Background: an optimization exercise with open tools, aiming at small area. Do not read the settings as production practice. Function was checked by simulation only, so behaviour that the tests miss may differ from the original. Power and IR drop assume default switching activity.

Setup of the previous run:
==> flow/design.v <==
module fcvt_lane (
  input  wire [31:0] x,
  input  wire [15:0] r,
  input  wire [2:0]  fmt,     
  input  wire        sr,
  output reg  [15:0] y,
  output reg  [5:0]  flags
);
  wire f_i8 = fmt[2];
  wire f_16 = !fmt[2] && !fmt[1] && !fmt[0];
  wire f_bf = !fmt[2] && !fmt[1] &&  fmt[0];
  wire f_e4 = !fmt[2] &&  fmt[1] && !fmt[0];
  wire use_sr = sr && !fmt[2] && (fmt[1] || fmt[0]);
  wire        s      = x[31];
  wire [7:0]  ex     = x[30:23];
  wire [22:0] mx     = x[22:0];
  wire        ex_max = &ex;
  wire        ex_nz  = |ex;
  wire        mx_nz  = |mx;
  wire        is_nan = ex_max && mx_nz;
  wire        is_inf = ex_max && !mx_nz;
  reg [4:0] k, lo;
  reg       norm, sat;
  always @(*) begin
    case (fmt)
      3'd0:    begin k = 5'd18; lo = 5'd0; norm = ex >= 8'd113; sat = ex < 8'd82;  end
      3'd1:    begin k = 5'd0;  lo = 5'd0; norm = ex_nz;        sat = 1'b0;        end
      3'd2:    begin k = 5'd30; lo = 5'd4; norm = ex >= 8'd121; sat = ex < 8'd94;  end
      3'd3:    begin k = 5'd23; lo = 5'd5; norm = ex >= 8'd113; sat = ex < 8'd87;  end
      default: begin k = 5'd7;  lo = 5'd0; norm = 1'b0;         sat = ex < 8'd103; end
    endcase
  end
  wire [4:0] raw = ~ex[4:0] + k;
  wire       fix = (norm && !f_i8) || f_bf;
  wire [4:0] d   = fix ? lo : (sat ? 5'd31 : raw);
  wire [23:0] v0 = {ex_nz, mx};
  wire [23:0] v1 = d[4] ? {16'd0, v0[23:16]} : v0;
  wire        j1 = d[4] && |v0[15:0];
  wire [23:0] v2 = d[3] ? {8'd0, v1[23:8]} : v1;
  wire        j2 = j1 || (d[3] && |v1[7:0]);
  wire [23:0] v3 = d[2] ? {4'd0, v2[23:4]} : v2;
  wire        j3 = j2 || (d[2] && |v2[3:0]);
  wire [23:0] v4 = d[1] ? {2'd0, v3[23:2]} : v3;
  wire        j4 = j3 || (d[1] && |v3[1:0]);
  wire [23:0] S  = d[0] ? {1'd0, v4[23:1]} : v4;
  wire        jam = j4 || (d[0] && v4[0]);
  wire lowor   = |S[11:0] || jam;
  wire guard   = f_16 ? S[12] : S[15];
  wire sticky  = lowor || (!f_16 && |S[14:12]);
  wire lsb     = f_16 ? S[13] : S[16];
  wire inexact = guard || sticky;
  wire ex_142 = (ex == 8'd142);
  wire ex_135 = (ex == 8'd135);
  wire ex_254 = (ex == 8'd254);
  reg  ovf, at_largest;
  always @(*) begin
    case (fmt)
      3'd0: begin
        ovf = (ex > 8'd142) || (ex_142 && &mx[22:12]);
        at_largest = 1'b0;
      end
      3'd1: begin
        ovf = ex_254 && &mx[22:15];
        at_largest = ex_254 && &mx[22:16];
      end
      3'd2: begin
        ovf = (ex > 8'd135) || (ex_135 && mx[22] && mx[21] && (mx[20] || mx[19]));
        at_largest = ex_135 && mx[22] && mx[21] && !mx[20];
      end
      default: begin
        ovf = (ex > 8'd142) || (ex_142 && &mx[22:20]);
        at_largest = ex_142 && mx[22] && mx[21];
      end
    endcase
  end
  wire [16:0] cy;
  assign cy[0] = 1'b0;
  genvar i;
  generate
    for (i = 0; i < 16; i = i + 1) begin : g_cy
      assign cy[i+1] = (S[i] & r[i]) | (cy[i] & (S[i] | r[i]));
    end
  endgenerate
  wire up = use_sr ? (cy[16] && !at_largest) : (guard && (sticky || lsb));
  wire [4:0] e5 = {!ex[4], ex[3:0]};         
  wire [3:0] e4 = {!ex[3], ex[2:0]};         
  reg  [14:0] pk;
  always @(*) begin
    case (fmt)
      3'd0:    pk = {norm ? e5 : 5'd0, S[22:13]};
      3'd1:    pk = {ex, S[22:16]};
      3'd2:    pk = {8'd0, norm ? e4 : 4'd0, S[18:16]};
      3'd3:    pk = {8'd0, norm ? e5 : 5'd0, S[17:16]};
      default: pk = {7'd0, S[23:16] ^ {8{s}}};
    endcase
  end
  wire [15:0] ic;
  wire [14:0] pr;
  assign ic[0] = f_i8 ? (up ^ s) : up;
  generate
    for (i = 0; i < 15; i = i + 1) begin : g_inc
      assign pr[i]   = pk[i] ^ ic[i];
      assign ic[i+1] = pk[i] & ic[i];
    end
  endgenerate
  reg hid;
  always @(*) begin
    case (fmt)
      3'd0:    hid = pr[10];
      3'd1:    hid = pr[7];
      3'd2:    hid = pr[3];
      default: hid = pr[2];
    endcase
  end
  wire tiny  = !norm && !hid;
  wire i_big = (ex > 8'd134) || (s ^ (pr[7] || ic[8]));
  always @(*) begin
    y = 16'd0;
    flags = 6'd0;
    if (f_i8) begin
      if (is_nan) begin
        flags[0] = 1'b1;
      end else if (is_inf || i_big) begin
        y = s ? 16'h0080 : 16'h007F;
        flags[4] = 1'b1;
        flags[5] = 1'b1;
      end else begin
        y = {8'd0, pr[7:0]};
        flags[4] = inexact;
      end
    end else if (is_nan) begin
      case (fmt)
        3'd0:    y = 16'h7E00;
        3'd1:    y = 16'h7FC0;
        3'd2:    y = 16'h007F;
        default: y = 16'h007E;
      endcase
      flags[0] = !mx[22];
    end else if (is_inf || ovf) begin
      case (fmt)
        3'd0:    y = {s, 15'h7C00};
        3'd1:    y = {s, 15'h7F80};
        3'd2:    y = {8'd0, s, 7'h7E};
        default: y = {8'd0, s, 7'h7C};
      endcase
      flags[2] = f_e4 || !is_inf;
      flags[4] = f_e4 || !is_inf;
      flags[5] = f_e4;
    end else begin
      if (fmt[1]) y = {8'd0, s, pr[6:0]};
      else        y = {s, pr};
      flags[4] = inexact;
      flags[3] = inexact && tiny;
    end
  end
endmodule
module fcvt_unit (
  input  wire         clk,
  input  wire         rst,
  input  wire         in_valid,
  input  wire [2:0]   in_fmt,      
  input  wire         in_sr,       
  input  wire [127:0] in_x,        
  input  wire [63:0]  in_r,        
  output reg          out_valid,
  output reg  [63:0]  out_y,       
  output wire [23:0]  out_flags    
);
  wire [63:0] y;
  wire [23:0] flags;
  reg  [19:0] fl_q;
  genvar i;
  generate
    for (i = 0; i < 4; i = i + 1) begin : g_lane
      fcvt_lane u_lane (
        .x     (in_x[32*i +: 32]),
        .r     (in_r[16*i +: 16]),
        .fmt   (in_fmt),
        .sr    (in_sr),
        .y     (y[16*i +: 16]),
        .flags (flags[6*i +: 6])
      );
      assign out_flags[6*i +: 6] = {fl_q[5*i+4], fl_q[5*i+3], fl_q[5*i+2], fl_q[5*i+1], 1'b0, fl_q[5*i]};
      always @(posedge clk)
        fl_q[5*i +: 5] <= {flags[6*i+5], flags[6*i+4], flags[6*i+3], flags[6*i+2], flags[6*i]};
    end
  endgenerate
  always @(posedge clk) begin
    if (rst)
      out_valid <= 1'b0;
    else
      out_valid <= in_valid;
    out_y <= y;
  end
endmodule
Settings: LEC_CHECK=0, ABC_AREA=1, CAP_MARGIN=20, CORE_MARGIN=2, CORE_UTILIZATION=60, PLACE_DENSITY=0.7, SLEW_MARGIN=20; clock period 20.0 ns.
standard.sh (not shown) runs the stock make flow with config.mk's settings and CLKGATE_MAP_FILE= SYNTH_SCRIPT=/design/flow/synth_recipe.tcl, a recipe that flattens the netlist after the stock synthesis.
==> flow/flow/run.sh <==
#!/bin/bash
# Own layout flow: the standard ORFS flow, with two changes:
#  - synthesis maps with an area-oriented ABC script (flow/abc_area.script)
#    and without the fixed half/full-adder cell mapping;
#  - port buffers are the smallest buffer (buf_1) instead of the default.
# Each tool's output goes to a log of its own in this folder.
set -euo pipefail
HERE=$(pwd)
rm -rf "$HERE/scripts_own"
cp -r "$FLOW_HOME/scripts" "$HERE/scripts_own"
cp "$HERE/flow/abc_area.script" "$HERE/scripts_own/abc_area.script"
OWN="SCRIPTS_DIR=$HERE/scripts_own"
bash standard.sh "$OWN" ABC_AREA=1 ADDER_MAP_FILE= synth > "$HERE/synth.log" 2>&1
bash standard.sh "$OWN" ABC_AREA=1 ADDER_MAP_FILE= \
  "BUFFER_PORTS_ARGS=-buffer_cell sky130_fd_sc_hd__buf_1" finish > "$HERE/layout.log" 2>&1
test -f "$HERE/out/final.def"
==> flow/flow/abc_area.script <==
strash
rewrite
refactor
balance
rewrite -z
refactor -z
rewrite -z
balance
dch -f
amap
topo
Modified inputs, the current run compared to the previous run
==> flow/run.sh (new file) <==
#!/bin/bash
# synth_recipe.tcl (not shown) runs the flow's synth.tcl, then flattens the netlist and writes it again
# the make line also repeats each setting of config.mk as NAME=value (left out here)
make -C /OpenROAD-flow-scripts/flow DESIGN_CONFIG=/design/flow/config.mk WORK_HOME=/design/flow/orfs CLKGATE_MAP_FILE= SYNTH_SCRIPT=/design/flow/synth_recipe.tcl finish
removed: flow/flow/run.sh
removed: flow/flow/abc_area.script
removed: flow/standard.sh
==> comparison <==
- The previous run → the current run: total number of vias went up by about 14%, HPWL after detailed placement shows an increase of about 18%, area after synthesis increased by 26% relative to the old numbers, post-route total power went up 19%, count of plain and timing-repair buffers in the layout down 6.7%.
- Final cell area: the current run above the previous run
- The previous run → the current run: tightest slew margin relative to the limit shows an increase of 4.3 points, sum of routed wire length over all layers shows an increase of about 16%.

Another version of the RTL of fcvt_unit (not shown whole).
Size in the first run: ~290 I/O pins, about 10000 µm² of cells after synthesis.
Design fcvt_unit, start of the top module:
module fcvt_unit (
  input  wire         clk,
  input  wire         rst,
  input  wire         in_valid,
  input  wire [2:0]   in_fmt,      
  input  wire         in_sr,       
  input  wire [127:0] in_x,        
  input  wire [63:0]  in_r,        
  output reg          out_valid,
  output reg  [63:0]  out_y,       
  output wire [23:0]  out_flags    
);
  wire [63:0] y;
  wire [23:0] flags;
  reg  [19:0] fl_q;
  genvar i;
  generate
    for (i = 0; i < 4; i = i + 1) begin : g_lane
      fcvt_lane u_lane (
        .x     (in_x[32*i +: 32]),
        .r     (in_r[16*i +: 16]),
        .fmt   (in_fmt),
        .sr    (in_sr),
        .y     (y[16*i +: 16]),
        .flags (flags[6*i +: 6])
      );
      assign out_flags[6*i +: 6] = {fl_q[5*i+4], fl_q[5*i+3], fl_q[5*i+2], fl_q[5*i+1], 1'b0, fl_q[5*i]};
      always @(posedge clk)
        fl_q[5*i +: 5] <= {flags[6*i+5], flags[6*i+4], flags[6*i+3], flags[6*i+2], flags[6*i]};
    end
  endgenerate
  always @(posedge clk) begin
    if (rst)
      out_valid <= 1'b0;
    else
      out_valid <= in_valid;
    out_y <= y;
  end
endmodule
export LEC_CHECK = 0
export ABC_AREA = 1
export CAP_MARGIN = 20
export CORE_MARGIN = 2
export CORE_UTILIZATION = 50
export PLACE_DENSITY = 0.65
export SLEW_MARGIN = 20
create_clock -name core_clock -period 20.0 [get_ports {clk}]
==> flow/flow/run.sh <==
#!/bin/bash
# Own layout flow: the standard ORFS flow, with these changes:
#  - port buffers are the smallest buffer (buf_1) instead of the default;
#  - clock tree: clkbuf_8 buffers, clkbuf_16 at the root, larger sink clusters, and no dummy loads.
# Each tool's output goes to a log of its own in this folder.
set -euo pipefail
HERE=$(pwd)
rm -rf "$HERE/scripts_own"
cp -r "$FLOW_HOME/scripts" "$HERE/scripts_own"
cp "$HERE/flow/abc_area.script" "$HERE/scripts_own/abc_area.script"
OWN="SCRIPTS_DIR=$HERE/scripts_own"
CTS="CTS_ARGS=-sink_clustering_enable -repair_clock_nets -buf_list sky130_fd_sc_hd__clkbuf_8 -root_buf sky130_fd_sc_hd__clkbuf_16 -dont_use_dummy_load -sink_clustering_size 25 -sink_clustering_max_diameter 80"
bash standard.sh "$OWN" ABC_AREA=1 ADDER_MAP_FILE= synth > "$HERE/synth.log" 2>&1
bash standard.sh "$OWN" ABC_AREA=1 ADDER_MAP_FILE= \
  "BUFFER_PORTS_ARGS=-buffer_cell sky130_fd_sc_hd__buf_1" "$CTS" finish > "$HERE/layout.log" 2>&1
test -f "$HERE/out/final.def"
==> flow/flow/abc_area.script <==
strash
&get -n
&deepsyn -T 200
&put
dch -f
amap
strash
rewrite
refactor
balance
rewrite -z
refactor -z
rewrite -z
balance
dch -f
amap
topo
Edit:
==> flow/flow/run.sh (replaced) <==
#!/bin/bash
# Own layout flow: the standard ORFS flow, with these changes:
#  - port buffers are the smallest buffer (buf_1) instead of the default;
#  - clock tree: clkbuf_8 buffers, clkbuf_16 at the root, and no dummy loads.
# Each tool's output goes to a log of its own in this folder.
set -euo pipefail
HERE=$(pwd)
rm -rf "$HERE/scripts_own"
cp -r "$FLOW_HOME/scripts" "$HERE/scripts_own"
cp "$HERE/flow/abc_area.script" "$HERE/scripts_own/abc_area.script"
OWN="SCRIPTS_DIR=$HERE/scripts_own"
CTS="CTS_ARGS=-sink_clustering_enable -repair_clock_nets -buf_list sky130_fd_sc_hd__clkbuf_8 -root_buf sky130_fd_sc_hd__clkbuf_16 -dont_use_dummy_load"
bash standard.sh "$OWN" ABC_AREA=1 ADDER_MAP_FILE= synth > "$HERE/synth.log" 2>&1
bash standard.sh "$OWN" ABC_AREA=1 ADDER_MAP_FILE= \
  "BUFFER_PORTS_ARGS=-buffer_cell sky130_fd_sc_hd__buf_1" "$CTS" finish > "$HERE/layout.log" 2>&1
test -f "$HERE/out/final.def"
==> flow/flow/abc_area.script (replaced) <==
strash
&get -n
&deepsyn -T 600
&put
dch -f
amap
strash
rewrite
refactor
balance
rewrite -z
refactor -z
rewrite -z
balance
dch -f
amap
topo
- The new run ran to the end with no violations
- design area drops slightly
- die area drops slightly
- routed wire length drops by a few percent
- power drops by a few percent
Edit:
==> flow/flow/run.sh (replaced) <==
#!/bin/bash
# Own layout flow: the standard ORFS flow, with these changes:
#  - port buffers are the smallest buffer (buf_1) instead of the default;
# Each tool's output goes to a log of its own in this folder.
set -euo pipefail
HERE=$(pwd)
rm -rf "$HERE/scripts_own"
cp -r "$FLOW_HOME/scripts" "$HERE/scripts_own"
cp "$HERE/flow/abc_area.script" "$HERE/scripts_own/abc_area.script"
OWN="SCRIPTS_DIR=$HERE/scripts_own"
bash standard.sh "$OWN" ABC_AREA=1 ADDER_MAP_FILE= synth > "$HERE/synth.log" 2>&1
bash standard.sh "$OWN" ABC_AREA=1 ADDER_MAP_FILE= \
  "BUFFER_PORTS_ARGS=-buffer_cell sky130_fd_sc_hd__buf_1" finish > "$HERE/layout.log" 2>&1
test -f "$HERE/out/final.def"
==> flow/flow/abc_area.script (replaced) <==
strash
&get -n
&deepsyn -T 200
&put
dch -f
amap
strash
rewrite
refactor
balance
rewrite -z
refactor -z
rewrite -z
balance
dch -f
amap
topo
What happened:
- worst setup slack is better by 450 ps
- flip-flop and latch count stays the same
- clock-buffer cell count is higher by 4
- wire length is higher by 2.9%
- total power is higher by 12%
- hold slack is worse by 13 ps
- synthesized area is higher by 1.7%
- via count is higher by 2.7%
- global-route usage is higher by 0.43 points
- design area is higher by 2.4%
Edit:
==> flow/flow/run.sh (replaced) <==
#!/bin/bash
# Own layout flow: the standard ORFS flow, with these changes:
#  - port buffers are the smallest buffer (buf_1) instead of the default;
#  - clock tree: clkbuf_8 buffers, clkbuf_16 at the root, and no dummy loads.
# Each tool's output goes to a log of its own in this folder.
set -euo pipefail
HERE=$(pwd)
rm -rf "$HERE/scripts_own"
cp -r "$FLOW_HOME/scripts" "$HERE/scripts_own"
cp "$HERE/flow/abc_area.script" "$HERE/scripts_own/abc_area.script"
OWN="SCRIPTS_DIR=$HERE/scripts_own"
CTS="CTS_ARGS=-sink_clustering_enable -repair_clock_nets -buf_list sky130_fd_sc_hd__clkbuf_8 -root_buf sky130_fd_sc_hd__clkbuf_16 -dont_use_dummy_load"
bash standard.sh "$OWN" ABC_AREA=1 ADDER_MAP_FILE= synth > "$HERE/synth.log" 2>&1
bash standard.sh "$OWN" ABC_AREA=1 ADDER_MAP_FILE= \
  "BUFFER_PORTS_ARGS=-buffer_cell sky130_fd_sc_hd__buf_1" "$CTS" finish > "$HERE/layout.log" 2>&1
test -f "$HERE/out/final.def"
==> flow/flow/abc_area.script (replaced) <==
strash
&get -n
&deepsyn -T 600
&put
dch -f
amap
strash
&get -n
&deepsyn -T 600
&put
dch -f
amap
strash
rewrite
refactor
balance
rewrite -z
refactor -z
rewrite -z
balance
dch -f
amap
topo
What happened:
- non-clock buffer count decreases by 5
- worst setup slack is worse by 210 ps
- cell count decreases by 3.5%
- first-iteration DRC count decreases by 8.8%
- hold slack is better by 15 ps
- count of clock-buffer cells in the layout decreases by 4
- global-route usage decreases by 1.7 points
- routed wire length decreases by 6.9%
- via count decreases by 4.7%
- synthesized cell count decreases by 3.9%
- utilization decreases by 1.3 points

[afterwards: timing with drivers on the ports]
Ports are ideal in the flow. The routed layouts listed here were re-timed in OpenROAD. Step 1, drivers: a clkbuf_16 drives clk and a buf_2 each remaining input, both assumed. Step 2 adds t to the input delays and takes it off the output delays; t is the mean of the earliest and latest rising clock arrival at the registers after step 1. Input paths then give back, and output paths get back, about the clock's delay inside the block. Slacks: no drivers / after step 1 / after step 2; pairs: no drivers / after step 1.
run | t (ns) | setup WS [ns] | worst hold slack (ns) | worst setup path after step 2 | pins driven straight from the clock port
the previous run | 0.395 | 3.653 / 3.671 / 3.276 | 3.800 / 3.780 / 4.175 | input to register | 1
the current run | 0.404 | 6.944 / 6.932 / 6.527 | 4.171 / 4.144 / 4.549 | input to register | 1
the first run of note 2 | 0.387 | 4.320 / 4.341 / 3.954 | 3.813 / 3.793 / 4.180 | input to register | 1
the second run of note 2 | 0.387 | 3.836 / 3.850 / 3.463 | 3.816 / 3.793 / 4.180 | input to register | 1
the third run of note 2 | 0.398 | 4.287 / 4.308 / 3.910 | 3.804 / 3.783 / 4.181 | input to register | 1
the fourth run of note 2 | 0.392 | 4.074 / 4.095 / 3.703 | 3.819 / 3.800 / 4.192 | input to register | 1
After both steps setup and hold are still met in every run listed. The setup slack of the current run, which loses most, moves by -0.012 ns with the drivers and by -0.417 ns with both steps.
